What follows belongs to an exercise in optimizing a design on an open flow for small area and a short achievable clock period; a production flow would make more cautious choices. Function was checked by simulation only, so behaviour that the tests miss may differ from the original. No activity file was given, so power comes from the tool's default toggle rates.

==> flow/design.v (outline; a module is shown in full before it is edited, if it fits) <==
// module ylb_fpu: 290 lines
// module mac_tree: 1907 lines
// module lzc77: 314 lines
module ylb_fpu (
    input             clk,
    input             rst_n,
    input             in_valid,
    input      [3:0]  in_fn,
    input      [31:0] in_a,
    input      [31:0] in_b,
    input      [31:0] in_c,
    output            out_valid,
    output            out_wr,
    output            out_fl,
    output     [31:0] out_res,
    output     [3:0]  out_flags
);
  // ...
==> flow/run.sh <==
#!/bin/bash
# synth_recipe.tcl (not shown) runs the flow's synth.tcl, then flattens the netlist and writes it again
# the make line also repeats each setting of config.mk as NAME=value (left out here)
make -C /OpenROAD-flow-scripts/flow DESIGN_CONFIG=/design/flow/config.mk WORK_HOME=/design/flow/orfs CLKGATE_MAP_FILE= SYNTH_SCRIPT=/design/flow/synth_recipe.tcl finish
==> flow/config.mk <==
export PLATFORM = sky130hd
export DESIGN_NAME = ylb_fpu
export DESIGN_NICKNAME = ylb_fpu
export VERILOG_FILES = /design/flow/design.v
export SDC_FILE = /design/flow/constraint.sdc
export NUM_CORES = 4
export LEC_CHECK = 0
export CAP_MARGIN = 20
export CORE_MARGIN = 2
export CORE_UTILIZATION = 45
export SETUP_SLACK_MARGIN = 5
export SLEW_MARGIN = 20
export TNS_END_PERCENT = 5
==> flow/constraint.sdc <==
create_clock -name core_clock -period 12.0 [get_ports {clk}]
set_input_delay 2.4000 -clock core_clock [delete_from_list [all_inputs] [get_ports {clk}]]
set_output_delay 2.4000 -clock core_clock [all_outputs]
set_load 0.01 [all_outputs]
==> results.yml, run 1 <==
global_route:
  grt_pass1_wl_microns: 300000
  number_of_global_route_vias_before_repair: 46400
  gr_layer_usage_met1_pct: 45.7
  globalRoute.busiestLayer: "met2"
  grt_start_max_net_pins: 63
  antenna_found_initial: 6
logic_synthesis:
  synth-compound-area-share_pct: 16.9
  yosys.area_share.adder_pct: 29.1
  post-synth-top-area-cell: "sky130_fd_sc_hd__fa_1"
  synth_simple_gate_area_share_pct: 20.3
  synth_area_per_cell_sq_um: 8.09
  yosysMostFrequentCell: "sky130_fd_sc_hd__inv_1"
  netlist_instances: 6015
floorplanning:
  fp.dieArea_sq_um: 111000
  die-width_microns: 333
  boundaryPins: 142
critical_path:
  timing.reg2reg.worst_path_depth: 35
  timing.rr.start: "sh1[0]"
  path_depth: 35
  crit_path_max_incr_delay_ns: 0.56
power:
  power_per_cell_area_nw_per_um2: 277
  power.share.combinational_pct: 80.3
  largestPowerGroup: "combinational logic"
cts:
  cts_max_level: 2
timing:
  fmax_ghz: 0.130
  fin_setup_tns_ns: 0
  final.setup.worst_slack_ns: 4.33
min_path:
  worst_hold_startpoint: "flags2[0]"
layout:
  nonClockBufferCount: 330
  multi_input_area_share_pct: 73.5
  numSequentialCells: 270
drt:
  average_wire_per_cell_in_the_routed_design_microns: 27.2
  routed.top_layer: "met5"
placed_design:
  io_buffers: 140
  dpl_worst_slack_ns: 3.09
outcome:
  outcome: "complete, no violations"
==> module ylb_fpu, before the edit <==
module ylb_fpu (
    input             clk,
    input             rst_n,
    input             in_valid,
    input      [3:0]  in_fn,
    input      [31:0] in_a,
    input      [31:0] in_b,
    input      [31:0] in_c,
    output            out_valid,
    output            out_wr,
    output            out_fl,
    output     [31:0] out_res,
    output     [3:0]  out_flags
);
    localparam [3:0] FADD   = 4'h0;
    localparam [3:0] FSUB   = 4'h1;
    localparam [3:0] FMUL   = 4'h2;
    localparam [3:0] FMA    = 4'h3;
    localparam [3:0] FMS    = 4'h4;
    localparam [3:0] FMIN   = 4'h7;
    localparam [3:0] FMAX   = 4'h8;
    localparam [3:0] FABS   = 4'h9;
    localparam [3:0] FNEG   = 4'hA;
    localparam [3:0] FCMP   = 4'hB;
    localparam [3:0] FCVT   = 4'hC;
    localparam [3:0] FCVTL  = 4'hD;
    localparam [3:0] FTOI   = 4'hE;
    localparam [3:0] FCLAMP = 4'hF;
    localparam [31:0] F_ONE = 32'h3F80_0000;
    localparam [31:0] SIGN  = 32'h8000_0000;
    wire a_nan = (&in_a[30:23]) && (|in_a[22:0]);
    wire b_nan = (&in_b[30:23]) && (|in_b[22:0]);
    wire c_nan = (&in_c[30:23]) && (|in_c[22:0]);
    wire a_hid = |in_a[30:23], b_hid = |in_b[30:23], c_hid = |in_c[30:23];
    wire [31:0] a_key = in_a[31] ? {1'b0, ~in_a[30:0]} : {1'b1, in_a[30:0]};
    wire [31:0] b_key = in_b[31] ? {1'b0, ~in_b[30:0]} : {1'b1, in_b[30:0]};
    wire [31:0] c_key = in_c[31] ? {1'b0, ~in_c[30:0]} : {1'b1, in_c[30:0]};
    wire        a_lt_b = (a_key < b_key);
    wire        ab_eq  = (in_a == in_b);
    wire        min_a  = ~a_nan & (b_nan | a_lt_b);      
    wire        max_b  = a_nan | (~b_nan & a_lt_b);      
    wire        a_le_c = ~(c_key < a_key);
    wire        b_le_c = ~(c_key < b_key);
    wire        m_le_c = max_b ? b_le_c : a_le_c;
    wire        clamp_c = (a_nan & b_nan) | (~c_nan & ~m_le_c);
    wire both_zero = (in_a[30:0] == 0) && (in_b[30:0] == 0);
    reg [3:0] cmp_flags;
    always @* begin
        if (a_nan || b_nan)
            cmp_flags = 4'b0001;
        else if (both_zero || ab_eq)
            cmp_flags = 4'b1000;
        else if (a_lt_b)
            cmp_flags = 4'b0100;
        else
            cmp_flags = 4'b0000;
    end
    wire is_arith = (in_fn <= FMS);
    wire is_cvt   = (in_fn == FCVT) || (in_fn == FCVTL);
    wire is_ftoi  = (in_fn == FTOI);
    reg [31:0] x, y;
    always @* begin
        x = 32'b0;
        y = 32'b0;
        case (in_fn)
            FADD:   begin x = in_a;        y = F_ONE; end
            FSUB:   begin x = in_a;        y = F_ONE; end
            FMUL:   begin x = in_a;        y = in_b;  end
            FMA:    begin x = in_a;        y = in_b;  end
            FMS:    begin x = in_a ^ SIGN; y = in_b;  end
            FCVT:   y = {32{in_a[31]}};
            FCVTL:  y = in_b;
            default: ;
        endcase
    end
    reg z_a, z_b, z_c, z_s;
    always @* begin
        z_a = 1'b0;
        z_b = 1'b0;
        z_c = 1'b0;
        z_s = in_a[31];
        case (in_fn)
            FADD:   begin z_b = 1'b1; z_s = in_b[31];  end
            FSUB:   begin z_b = 1'b1; z_s = ~in_b[31]; end
            FMUL:   z_s = 1'b1;
            FMA,
            FMS:    begin z_c = 1'b1; z_s = in_c[31];  end
            FMIN:   begin z_a = min_a; z_b = ~min_a;
                          z_s = min_a ? in_a[31] : in_b[31]; end
            FMAX:   begin z_a = ~max_b; z_b = max_b;
                          z_s = max_b ? in_b[31] : in_a[31]; end
            FABS:   begin z_a = 1'b1; z_s = 1'b0;      end
            FNEG:   begin z_a = 1'b1; z_s = ~in_a[31]; end
            FCLAMP: begin z_a = ~clamp_c & ~max_b; z_b = ~clamp_c & max_b; z_c = clamp_c;
                          z_s = clamp_c ? in_c[31] : max_b ? in_b[31] : in_a[31]; end
            default: z_a = 1'b1;
        endcase
    end
    wire [31:0] z  = {z_s, ({31{z_a}} & in_a[30:0]) | ({31{z_b}} & in_b[30:0]) | ({31{z_c}} & in_c[30:0])};
    wire        z_hid = (z_a & a_hid) | (z_b & b_hid) | (z_c & c_hid);
    wire       is_add = (in_fn == FADD) || (in_fn == FSUB);
    wire       is_mul = (in_fn == FMUL);
    wire       a_zero = ~|in_a[30:0];
    wire       b_zero = ~|in_b[30:0];
    wire [7:0] ye0 = is_add ? 8'd127 : in_b[30:23];
    wire       yh0 = is_add | b_hid;
    wire [7:0] ze0 = is_add ? in_b[30:23] : is_mul ? 8'd0 : in_c[30:23];
    wire       zh0 = is_add ? b_hid : ~is_mul & c_hid;
    wire signed [11:0] dxy  = {4'b0, in_a[30:23]} + {4'b0, ye0} - {4'b0, ze0} - 12'sd100 +
                              {11'b0, ~a_hid} + {11'b0, ~yh0} - {11'b0, ~zh0};
    wire signed [11:0] dti  = 12'sd158 - {4'b0, in_a[30:23]} - {11'b0, ~a_hid};
    wire               anch = ~is_arith | a_zero | (~is_add & b_zero) | (dxy <= 0);
    wire signed [11:0] sh   = is_ftoi ? dti : anch ? 12'sd0 : dxy;
    wire [6:0]         sh7  = (sh[11] ? 7'd0 : (|sh[10:7]) ? 7'd127 : sh[6:0]);
    reg sub0;
    always @* begin
        case (in_fn)
            FADD:    sub0 = in_a[31] ^ in_b[31];
            FSUB:    sub0 = ~(in_a[31] ^ in_b[31]);
            FMUL:    sub0 = ~(in_a[31] ^ in_b[31]);
            FMA:     sub0 = in_a[31] ^ in_b[31] ^ in_c[31];
            FMS:     sub0 = ~(in_a[31] ^ in_b[31] ^ in_c[31]);
            default: sub0 = 1'b0;
        endcase
    end
    reg         v1, arith1, cvt1, ftoi1, wr1, anch1, sub1;
    reg [6:0]   sh1;
    reg [31:0]  x1, y1, z1;
    reg         xh1, yh1, zh1;
    reg [3:0]   flags1;
    always @(posedge clk) begin
        if (!rst_n)
            v1 <= 1'b0;
        else
            v1 <= in_valid;
        arith1 <= is_arith;
        cvt1   <= is_cvt;
        ftoi1  <= is_ftoi;
        wr1    <= (in_fn != FCMP);
        anch1  <= anch;
        sub1   <= sub0;
        sh1    <= sh7;
        x1     <= x;
        y1     <= y;
        z1     <= z;
        xh1    <= |x[30:23];
        yh1    <= |y[30:23];
        zh1    <= z_hid;
        flags1 <= cmp_flags;
    end
    wire       xs = x1[31], ys = y1[31], zs = z1[31];
    wire [7:0] xe = x1[30:23], ye = y1[30:23], ze = z1[30:23];
    wire       xh = xh1, yh = yh1, zh = zh1;
    wire [23:0] xm = {xh, x1[22:0]};
    wire [23:0] ym = {yh, y1[22:0]};
    wire [23:0] zm = {zh, z1[22:0]};
    wire [7:0] xE = {xe[7:1], xe[0] | ~xh};
    wire [7:0] yE = {ye[7:1], ye[0] | ~yh};
    wire [7:0] zE = {ze[7:1], ze[0] | ~zh};
    wire x_max = &xe, y_max = &ye, z_max = &ze;
    wire x_fz = ~|x1[22:0], y_fz = ~|y1[22:0], z_fz = ~|z1[22:0];
    wire x_nan = x_max & ~x_fz, y_nan = y_max & ~y_fz, z_nan = z_max & ~z_fz;
    wire x_inf = x_max & x_fz,  y_inf = y_max & y_fz,  z_inf = z_max & z_fz;
    wire x_zero = ~xh & x_fz, y_zero = ~yh & y_fz, z_zero = ~zh & z_fz;
    wire p_zero = x_zero | y_zero;
    wire p_inf  = x_inf | y_inf;
    wire sp  = arith1 ? (xs ^ ys) : cvt1 ? 1'b0 : zs;
    wire sub = sub1;
    reg  [76:0]        zsh;
    always @* begin
        zsh = {sub, zm ^ {24{sub}}, {52{sub}}};
        if (sh1[0]) zsh = {{ 1{sub}}, zsh[76:1]};
        if (sh1[1]) zsh = {{ 2{sub}}, zsh[76:2]};
        if (sh1[2]) zsh = {{ 4{sub}}, zsh[76:4]};
        if (sh1[3]) zsh = {{ 8{sub}}, zsh[76:8]};
        if (sh1[4]) zsh = {{16{sub}}, zsh[76:16]};
        if (sh1[5]) zsh = {{32{sub}}, zsh[76:32]};
        if (sh1[6]) zsh = {{64{sub}}, zsh[76:64]};
    end
    reg                zst;
    integer i;
    always @* begin
        zst = 1'b0;
        for (i = 0; i < 24; i = i + 1)
            if (sh1 > 7'd52 + i) zst = zst | zm[i];
    end
    wire [8:0] pl = ftoi1 ? 9'd0 : cvt1 ? 9'd189 : anch1 ? ({1'b0, zE} - 9'd1) : ({1'b0, xE} + {1'b0, yE} - 9'd101);
    wire [77:0] zin  = cvt1 ? {y1[31], y1, z1, 13'b0} : {sub, sub, zsh[75:0], zst ^ sub};
    wire [77:0] tsum;
    mac_tree u_mac (.mx(xm), .my(ym), .zin(zin), .cin(sub), .t(tsum));
    wire spec_nan = ~cvt1 & (x_nan | y_nan | z_nan | (p_inf & p_zero) | (p_inf & z_inf & (zs != sp)));
    wire spec_inf = ~cvt1 & (ftoi1 ? (zE >= 8'd158) : (p_inf | z_inf));
    wire inf_sgn  = p_inf ? sp : zs;
    wire zero_sgn = ~cvt1 & p_zero & z_zero & sp & zs;
    reg         v2, wr2, ftoi2, sp2, nan2, inf2, isg2, zsg2;
    reg [77:0]  t2;
    reg [8:0]   pl2;
    reg [3:0]   flags2;
    always @(posedge clk) begin
        if (!rst_n)
            v2 <= 1'b0;
        else
            v2 <= v1;
        wr2    <= wr1;
        ftoi2  <= ftoi1;
        sp2    <= sp;
        nan2   <= spec_nan;
        inf2   <= spec_inf;
        isg2   <= inf_sgn;
        zsg2   <= zero_sgn;
        t2     <= tsum;
        pl2    <= pl;
        flags2 <= flags1;
    end
    wire        neg = t2[77];
    reg  [76:0] lzd;
    always @* begin
        for (i = 0; i < 77; i = i + 1)
            lzd[i] = (t2[i] ^ t2[i+1]) | (pl2 == 9'd76 - i);
    end
    wire [6:0]  lsh;
    lzc77 u_lzc (.d(lzd), .lz(lsh));
    wire               ix   = ftoi2 & sp2;
    wire [76:0]        nvf  = {t2[76:52] ^ {25{ix}}, t2[51:0]} << lsh;
    reg                stf;                  
    always @* begin
        stf = 1'b0;
        for (i = 0; i < 52; i = i + 1)
            if (lsh < 7'd52 - i) stf = stf | t2[i];
    end
    wire [24:0]        nn   = ~nvf[76:52];
    wire [25:0]        nni  = {1'b0, nn} + 26'd1;
    wire [25:0]        nv   = ~neg ? {1'b0, nvf[76:52]} : stf ? {1'b0, nn} : nni;
    wire               sti  = |t2[43:0];                       
    wire signed [11:0] ebm1 = {3'b0, pl2} - {5'b0, lsh};     
    wire               zero = (t2 == 78'b0);
    wire               sgn  = nan2 ? 1'b0 : inf2 ? isg2 : zero ? zsg2 : (neg ^ sp2);
    reg         v3, wr3, ftoi3, nan3, inf3, zero3, sgn3, stf3, sti3;
    reg [25:0]  nv3;
    reg [7:0]   mi3;
    reg signed [11:0] ebm3;
    reg [3:0]   flags3;
    always @(posedge clk) begin
        if (!rst_n)
            v3 <= 1'b0;
        else
            v3 <= v2;
        wr3    <= wr2;
        ftoi3  <= ftoi2;
        nan3   <= nan2;
        inf3   <= inf2;
        zero3  <= zero;
        sgn3   <= sgn;
        nv3    <= nv;
        mi3    <= t2[51:44] ^ {8{ix}};
        stf3   <= stf;
        sti3   <= sti;
        ebm3   <= ebm1;
        flags3 <= flags2;
    end
    wire [23:0] rm  = {nv3[25] | nv3[24], nv3[23:1]};
    wire        rg  = nv3[0];
    wire        rs  = stf3;
    wire        rup = rg & (rs | rm[0]);
    wire [31:0] iv  = {nv3[24:0], mi3[7:1]};
    wire        ig  = mi3[0] ^ sgn3;
    wire        il  = mi3[1] ^ sgn3;
    wire        iup = ig & (sti3 | il);
    wire [22:0] lo  = rm[22:0] + {22'b0, rup};
    wire        c23 = rup & (&rm[22:0]);
    wire signed [11:0] eh0 = ebm3 + {11'b0, nv3[25]} + {11'b0, rm[23]};
    wire signed [11:0] eh1 = eh0 + 12'sd1;
    wire        ov0 = ~eh0[11] & (eh0[10:0] >= 11'd255);
    wire        ov1 = ~eh1[11] & (eh1[10:0] >= 11'd255);
    wire signed [11:0] ehi = c23 ? eh1 : eh0;
    wire        ovf = c23 ? ov1 : ov0;
    wire [31:0] pk  = {1'b0, ehi[7:0], lo[22:0]};
    wire [31:0] f_res = nan3 ? 32'h7FC0_0000 :
                        (inf3 | ovf) ? {sgn3, 31'h7F80_0000} :
                        zero3 ? {sgn3, 31'b0} :
                                {sgn3, pk[30:0]};
    wire [31:0] ti  = iv + {31'b0, iup ^ sgn3};
    wire [31:0] i_res = nan3 ? 32'b0 :
                        inf3 ? (sgn3 ? 32'h8000_0000 : 32'h7FFF_FFFF) : ti;
    assign out_valid = v3;
    assign out_wr    = wr3;
    assign out_fl    = ~wr3;
    assign out_flags = flags3;
    assign out_res   = ftoi3 ? i_res : f_res;
endmodule
==> run 2: changes to the inputs <==
--- a/flow/design.v
+++ b/flow/design.v
@@ -112,6 +112,17 @@
     wire               anch = ~is_arith | a_zero | (~is_add & b_zero) | (dxy <= 0);
     wire signed [11:0] sh   = is_ftoi ? dti : anch ? 12'sd0 : dxy;
     wire [6:0]         sh7  = (sh[11] ? 7'd0 : (|sh[10:7]) ? 7'd127 : sh[6:0]);
+    wire       is_fma = (in_fn == FMA) || (in_fn == FMS);
+    wire [23:0] zm0 = is_add  ? {b_hid, in_b[22:0]} :
+                      is_fma  ? {c_hid, in_c[22:0]} :
+                      is_ftoi ? {a_hid, in_a[22:0]} : 24'b0;
+    reg  [6:0] zthr0;
+    integer k;
+    always @* begin
+        zthr0 = 7'd127;
+        for (k = 23; k >= 0; k = k - 1)
+            if (zm0[k]) zthr0 = 7'd52 + k[6:0];
+    end
     reg sub0;
     always @* begin
         case (in_fn)
@@ -124,6 +135,7 @@
         endcase
     end
     reg         v1, arith1, cvt1, ftoi1, wr1, anch1, sub1;
+    reg [6:0]   zthr1;
     reg [6:0]   sh1;
     reg [31:0]  x1, y1, z1;
     reg         xh1, yh1, zh1;
@@ -140,6 +152,7 @@
         anch1  <= anch;
         sub1   <= sub0;
         sh1    <= sh7;
+        zthr1  <= zthr0;
         x1     <= x;
         y1     <= y;
         z1     <= z;
@@ -166,6 +179,7 @@
     wire p_inf  = x_inf | y_inf;
     wire sp  = arith1 ? (xs ^ ys) : cvt1 ? 1'b0 : zs;
     wire sub = sub1;
+    integer i;
     reg  [76:0]        zsh;
     always @* begin
         zsh = {sub, zm ^ {24{sub}}, {52{sub}}};
@@ -177,15 +191,8 @@
         if (sh1[5]) zsh = {{32{sub}}, zsh[76:32]};
         if (sh1[6]) zsh = {{64{sub}}, zsh[76:64]};
     end
-    reg                zst;
-    integer i;
-    always @* begin
-        zst = 1'b0;
-        for (i = 0; i < 24; i = i + 1)
-            if (sh1 > 7'd52 + i) zst = zst | zm[i];
-    end
     wire [8:0] pl = ftoi1 ? 9'd0 : cvt1 ? 9'd189 : anch1 ? ({1'b0, zE} - 9'd1) : ({1'b0, xE} + {1'b0, yE} - 9'd101);
-    wire [77:0] zin  = cvt1 ? {y1[31], y1, z1, 13'b0} : {sub, sub, zsh[75:0], zst ^ sub};
+    wire [77:0] zin  = cvt1 ? {y1[31], y1, z1, 13'b0} : {sub, sub, zsh[75:0], (sh1 > zthr1) ^ sub};
     wire [77:0] tsum;
     mac_tree u_mac (.mx(xm), .my(ym), .zin(zin), .cin(sub), .t(tsum));
     wire spec_nan = ~cvt1 & (x_nan | y_nan | z_nan | (p_inf & p_zero) | (p_inf & z_inf & (zs != sp)));
==> results.yml, run 2 <==
global_route:
  global_route.overflow_total: 0
  grt_pass1_wl_microns: 287000
  antenna_found_initial: 8
  grt_start_max_net_pins: 76
  number_of_global_route_vias_before_repair: 44800
  grt_util_all_layers_pct: 34.3
timing:
  hold_violations: 0
  grt_setup_unrepaired: "true"
  fin_setup_tns_ns: 0
  worst_slew_margin_rel_pct: 25.1
  max_slew.worst_pin.slew_ns: 1.12
  fin_worst_skew_ns: 0.0422
  fmax_ghz: 0.138
  period_minus_ws_final_ns: 7.27
  maxSlewViolCount: 0
  layout_worst_path_cycle_share_pct: 60.6
  finalSetupViolations: 0
critical_path:
  timing.reg2reg.worst_path_depth: 36
  worst-r2r-setup-slack_ns: 4.73
  cp.arrival_ns: 7.71
  crit_path_start: "sh1[0]"
  critical_path.slowest_cell: "sky130_fd_sc_hd__fa_1"
  critPathCapture: "t2[76]"
  cp_max_fo: 7
  timing.setup.critical_path_class: "flip-flop to flip-flop"
  rr_endpoint: "t2[76]"
  cp-start-kind: "flip-flop"
  worst_ep_required_time_ns: 12.44
  crit_path_max_incr_delay_ns: 0.57
  timing.rr.start: "sh1[0]"
  path_common_cell: "sky130_fd_sc_hd__fa_1"
  endpoint_kind: "flip-flop"
floorplanning:
  floorplan.core_area_sq_um: 107000
  floorplan.die.height_microns: 333
  die-width_microns: 333
  fp.dieArea_sq_um: 111000
  row_count: 120
  boundaryPins: 142
  floorplan.initialDensity_pct: 45.4
logic_synthesis:
  synth_top_area_share_pct: 22.4
  postSynthRegisterBits: 276
  dominantRegCellSynth: "sky130_fd_sc_hd__dfxtp_1"
  asyncSetResetFlopFracSynth_pct: 0
  synth-edff-count: 0
  netlist_area_sq_um: 48600
  ys_seq_area_share_pct: 11.4
  yosys.cell_types.count: 118
  ys_top_cells_by_area: "sky130_fd_sc_hd__fa_1 (22%), sky130_fd_sc_hd__dfxtp_1 (11%), sky130_fd_sc_hd__ha_1 (6.8%), sky130_fd_sc_hd__and2_1 (6.5%), sky130_fd_sc_hd__inv_1 (5.8%)"
  post-synth-top-area-cell: "sky130_fd_sc_hd__fa_1"
  synth_area_per_cell_sq_um: 8.17
  ys.warnings.count: 1
  yosysMostFrequentCell: "sky130_fd_sc_hd__inv_1"
  yosys-top-cells-count: "sky130_fd_sc_hd__inv_1 (745), sky130_fd_sc_hd__fa_1 (544), sky130_fd_sc_hd__and2_1 (504)"
  netlist_instances: 5956
  synth.net_count: 6869
min_path:
  timing.hold.worst.class: "flip-flop to flip-flop"
layout:
  layout.cells.most_common_list: "sky130_fd_sc_hd__inv_1 (736), sky130_fd_sc_hd__fa_1 (523), sky130_fd_sc_hd__and2_1 (503)"
  flow.area_growth_from_synthesis_pct: 12.5
  largest_reg_flops: 78
  mostFrequentLayoutCell: "sky130_fd_sc_hd__inv_1"
  finish.net_count: 6881
  drive_above_1_share_pct: 10.8
  register_ranked_first_by_flip_flop_count: "t2"
cts:
  cts.reportedPaths.clkPinSlew_ns: 0.06
  cts.hold.buffers_added: 0
  cts_buffer_depth: 3
  cts_num_sinks: 276
  clockRootBuffer: "sky130_fd_sc_hd__clkbuf_16"
  cts_max_level: 2
  tritoncts: "built"
  tritoncts.num_buffers: 34
  worst_skew_pair.late_latency_ns: 0.60
drt:
  antenna_left: 0
  vias_per_cell: 6.11
  detail_route.first_pass.iterations: 7
  final_routed_drc_violation_total: 0
  average_wire_per_cell_in_the_routed_design_microns: 26.3
  drt-initial-drc-count: 4460
  vias: 45200
  postRouteWirelength_microns: 194000
power:
  p_leak_nw: 23.2
  power.share.combinational_pct: 78.7
  share_of_power_burned_in_registers_pct: 13.4
  total_power_mw: 13.7
  p_int_mw: 6.06
  clk_network_pwr_share_pct: 7.8
  peakVddDrop_uv: 237
  sw_frac_of_total_pct: 55.9
  power_per_cell_area_nw_per_um2: 251
  total_switching_power_mw: 7.66
outcome:
  outcome: "complete, no violations"
placed_design:
  place.detailed.hpwl_microns: 145000
  routabilityCongestion: 1.03
  io_buffers: 140
run:
  maxCapViolCount: 0
==> run 2: cells by family after synthesis <==
logic type                 synth area share (%)
adders and majority gates                  29.2
DFF                                        11.4
AOI/OAI and AO/OA                          15.6
xor gates and xnor gates                   7.80
and+or+nand+nor                            20.4
other                                   0.00771
buffers and inverters                      9.06
muxes                                      6.47
==> run 2: area by class of cell <==
| cell class | count | area, sq um |
|---|---|---|
| Antenna cell | 4 | 10.0 |
| Clock buffer | 42 | 942 |
| Clock inverter | 18 | 198 |
| Fill cell | 10400 | 52500 |
| Inverter | 757 | 2890 |
| Multi-Input combinational cell | 4566 | 40200 |
| Sequential cell | 276 | 5580 |
| Tap cell | 1403 | 1760 |
| Timing Repair Buffer | 331 | 3120 |
| Timing Repair inverter | 2 | 16.3 |
==> run 2: how the worst min path moves through the flow <==
stage               startpoint        end  slack [ns]  cells after the start
finish               flags2[0]  flags3[0]        0.33                      0
global route         flags1[2]  flags2[2]        0.33                      0
CTS                  flags2[0]  flags3[0]        0.33                      0
detailed placement   flags2[0]  flags3[0]        0.31                      0
global placement     flags2[0]  flags3[0]        0.31                      0
floorplan            flags1[0]  flags2[0]        0.31                      0
==> run 2: critical path, delay by kind of cell, from the launching register on <==
kind                     cells  cell delay [ns]
AO/OA/AOI/OAI               13             2.16
XOR/XNOR                     2             0.37
adder cells (fa/ha/maj)      5             2.28
buffers and inverters        5             0.55
flip-flops                   1             0.39
multiplexers                 3             0.56
AND/OR/NAND/NOR              8             0.84
==> run 2: stage by stage <==
step	instances	area [sq um]	worst slack, ns	util, %	hold WS [ns]
after floorplan	5956	48700	4.99	-	0.310
after global placement	7257	51200	3.36	47.8	0.311
after detailed placement	7257	51200	3.11	47.8	0.312
after CTS	7365	54000	4.88	50.4	0.326
after global routing	7395	54700	4.53	51.0	0.328
final	7399	54700	4.73	51.0	0.326
==> run 2: power groups by stage <==
stage | sequential, mW | clock [mW] | combinational (mW)
after CTS | 1.80 | 1.10 | 10.3
after detailed placement | 1.81 | 0 | 9.63
final | 1.84 | 1.08 | 10.8
after global routing | 1.85 | 1.13 | 11.5
after global placement | 1.81 | 0 | 9.66
after floorplan | 1.48 | 0 | 6.96
==> run 2: repair_timing <==
action                                  4_1_cts  5_1_grt
setup buffers                                42       29
pin swaps                                    68       53
endpoints found under the setup margin      162      132
gates resized for setup                     282      107
cloned                                        6        1
==> run 2: metal layers <==
layer	up-vias	share of wire [%]	global-route usage (%)
li1	20000	-	-
met3	542	8.3	5.41
met4	2	6.4	18.7
met5	-	0.0072	0
met2	2417	45	55.2
met1	22300	40	44.1
==> run 3: changes to the inputs <==
--- a/flow/config.mk
+++ b/flow/config.mk
@@ -8,6 +8,7 @@
 export CAP_MARGIN = 20
 export CORE_MARGIN = 2
 export CORE_UTILIZATION = 45
+export PLACE_DENSITY = 0.72
 export SETUP_SLACK_MARGIN = 5
 export SLEW_MARGIN = 20
 export TNS_END_PERCENT = 5
==> results.yml, run 3 <==
power:
  p_leak_nw: 23.1
  power_per_cell_area_nw_per_um2: 249
  peakVddDrop_uv: 230
floorplanning:
  boundaryPins: 142
  floorplan.initialDensity_pct: 45.4
  fp.dieArea_sq_um: 111000
  floorplan.die.height_microns: 333
  floorplan.core_area_sq_um: 107000
  die-width_microns: 333
  row_count: 120
min_path:
  min_to: "flags3[0]"
  worst_hold_startpoint: "flags2[0]"
  worstHoldPathCells: 0
  timing.hold.worst.class: "flip-flop to flip-flop"
critical_path:
  crit_path_max_incr_delay_ns: 0.53
  rr_endpoint: "t2[76]"
  timing.rr.start: "sh1[0]"
  cp_max_fo: 7
  cp-start-kind: "flip-flop"
  critical_path.slowest_cell: "sky130_fd_sc_hd__fa_1"
  timing.setup.critical_path_class: "flip-flop to flip-flop"
  worst-r2r-setup-slack_ns: 4.62
  timing.reg2reg.worst_path_depth: 34
  cp.arrival_ns: 7.85
  endpoint_kind: "flip-flop"
  worst_ep_required_time_ns: 12.46
logic_synthesis:
  yosys.cell_types.count: 118
  netlist_area_sq_um: 48600
  synth.net_count: 6869
  ys.warnings.count: 1
  postSynthRegisterBits: 276
  yosysMostFrequentCell: "sky130_fd_sc_hd__inv_1"
  dominantRegCellSynth: "sky130_fd_sc_hd__dfxtp_1"
  synth-edff-count: 0
  synth_area_per_cell_sq_um: 8.17
  ys_seq_area_share_pct: 11.4
  netlist_instances: 5956
  asyncSetResetFlopFracSynth_pct: 0
  yosys-top-cells-count: "sky130_fd_sc_hd__inv_1 (745), sky130_fd_sc_hd__fa_1 (544), sky130_fd_sc_hd__and2_1 (504)"
  synth_top_area_share_pct: 22.4
  post-synth-top-area-cell: "sky130_fd_sc_hd__fa_1"
  ys_top_cells_by_area: "sky130_fd_sc_hd__fa_1 (22%), sky130_fd_sc_hd__dfxtp_1 (11%), sky130_fd_sc_hd__ha_1 (6.8%), sky130_fd_sc_hd__and2_1 (6.5%), sky130_fd_sc_hd__inv_1 (5.8%)"
timing:
  hold_slack_ns: 0.322
  hold_violations: 0
  fin_setup_tns_ns: 0
  worst_slew_margin_rel_pct: 24.1
  layout_worst_path_cycle_share_pct: 61.5
  fin_worst_skew_ns: 0.0554
  grt_setup_unrepaired: "true"
  fmax_ghz: 0.135
  max_slew.worst_pin.slew_ns: 1.14
  maxSlewViolCount: 0
  finalSetupViolations: 0
  period_minus_ws_final_ns: 7.38
outcome:
  outcome: "complete, no violations"
global_route:
  global_route.overflow_total: 0
  grt_start_max_net_pins: 70
  grt_pass1_wl_microns: 281000
  number_of_global_route_vias_before_repair: 45900
  grt_util_all_layers_pct: 33.2
  antenna_found_initial: 2
cts:
  worst_skew_pair.late_latency_ns: 0.60
  tritoncts: "built"
  cts.reportedPaths.clkPinSlew_ns: 0.06
  cts_num_sinks: 276
  cts.hold.buffers_added: 0
  cts_max_level: 2
  clockRootBuffer: "sky130_fd_sc_hd__clkbuf_16"
  cts_buffer_depth: 3
  tritoncts.num_buffers: 34
layout:
  finish.net_count: 6878
  register_ranked_first_by_flip_flop_count: "t2"
  largest_reg_flops: 78
  mostFrequentLayoutCell: "sky130_fd_sc_hd__inv_1"
  drive_above_1_share_pct: 9.73
  utilization_pct: 50.7
  layout.cells.most_common_list: "sky130_fd_sc_hd__inv_1 (740), sky130_fd_sc_hd__fa_1 (531), sky130_fd_sc_hd__and2_1 (503)"
  flow.area_growth_from_synthesis_pct: 11.8
run:
  maxCapViolCount: 0
placed_design:
  place.detailed.hpwl_microns: 138000
  routabilityCongestion: 1.05
  io_buffers: 140
drt:
  final_routed_drc_violation_total: 0
  antenna_left: 0
  vias: 46100
  drt-initial-drc-count: 5438
  detail_route.first_pass.iterations: 10
  postRouteWirelength_microns: 188000
  average_wire_per_cell_in_the_routed_design_microns: 25.5
  vias_per_cell: 6.23
==> run 3: cell count changes in the layout (fill, tap and decap cells not counted), sizes merged <==
cell / change
clkinv: +4
bufbuf: -1
inv: -4
diode: -2
bufinv: -2
clkdlybuf4s50: -1
dlygate4sd2: +1
buf: -7
clkbuf: +7
==> run 3: how the worst max path moves through the flow <==
stage | startpoint | endpoint | slack, ns | cells after the start
6_report | sh1[0] | t2[76] | 4.62 | 34
5_1_grt | sh1[0] | t2[77] | 4.40 | 35
4_1_cts | sh1[0] | t2[77] | 4.82 | 34
3_5_place_dp | t2[77] | nv3[22] | 2.82 | 22
3_3_place_gp | t2[77] | nv3[22] | 3.00 | 22
2_1_floorplan | sub1 | t2[77] | 4.99 | 36
==> run 3: power by group <==
part	switching [mW]	internal, mW	leakage, nW	total, mW
Clock	0.455	0.635	0.576	1.09
Combinational	6.51	4.11	20.3	10.6
Sequential	0.599	1.24	2.31	1.84
==> run 3: cell families after synthesis <==
family          Yosys count  synth area share (%)
fa+ha+maj               810                  29.2
compound gates         1140                  15.6
xor+xnor                433                  7.80
flops                   276                  11.4
other cells               1               0.00771
simple gates           1891                  20.4
mux                     291                  6.47
buf+inv                1114                  9.06
==> run 3: routing by layer <==
metal / routed length [microns] / GRT usage (%) / vias up
met5: 9 / 0 / -
met4: 14700 / 21.3 / 2
met3: 20700 / 7.14 / 832
met2: 81900 / 51.8 / 3050
met1: 71000 / 41.6 / 22200
li1: - / - / 20000
==> run 3: repair_timing <==
item / 4_1_cts / 5_1_grt
buffers inserted: 43 / 29
hold endpoints to repair: 0 / 0
gates resized for setup: 209 / 120
pin swaps: 45 / 47
cloned: 6 / 3
endpoints found under the setup margin: 143 / 143
==> run 3: layout make-up <==
class	instances	area, sq um
clock inverters	15	193
well taps	1403	1760
diodes	2	5.00
repair buffers	327	3110
multi-input cells	4566	39800
inverters	757	2890
clock buffers	45	993
flip-flops and latches	276	5590
fillers	10100	52800
repair inverters	3	23.8
==> run 3: critical path: cells and delay by family (launching register included) <==
family / cells / cell delay (ns)
DFF: 1 / 0.42
adders and majority gates: 5 / 2.17
xor gates and xnor gates: 2 / 0.36
AOI/OAI and AO/OA: 12 / 2.20
buffers and inverters: 4 / 0.38
muxes: 4 / 0.92
and+or+nand+nor: 7 / 0.79
==> run 3: per-stage QoR <==
step                worst slack, ns  instances  power [mW]  area (sq um)
finish                         4.62       7394        13.6         54400
global placement               3.00       7251        11.1         51100
global route                   4.40       7392        14.3         54400
detailed placement             2.82       7251        11.2         51100
floorplan                      4.99       5956        8.44         48700
CTS                            4.82       7360        12.8         53600

## static timing again, ports no longer ideal
The results above use ideal ports. As a check the final layouts listed here were re-extracted and re-timed, cells and wires unchanged. Step 1 sets driving cells, clkbuf_16 on the clock port and buf_2 on the other inputs (assumed; they add their load-dependent delay and slew). Step 2 also shifts input and output timing later by t, the mid clock arrival at the registers, as if the neighbouring blocks saw the same clock. Three values: ideal, step 1, step 2; two values: the first two.
| run | shift t [ns] | setup slack, ns | latest minus earliest clock arrival (ns) | worst data-port slew with drivers (ns) | cell pins on the clock port's net |
|---|---|---|---|---|---|
| run 1 | 0.665 | 4.326 / 4.326 / 4.148 | 0.029 / 0.029 | 0.06 | 1 |
| run 2 | 0.647 | 4.730 / 4.730 / 4.328 | 0.042 / 0.042 | 0.07 | 1 |
| run 3 | 0.644 | 4.619 / 4.619 / 4.139 | 0.068 / 0.068 | 0.07 | 1 |
After both steps every run listed still meets setup and hold. The setup slack of run 3, which loses most, moves by 0.000 ns with the drivers and by -0.480 ns with both steps.
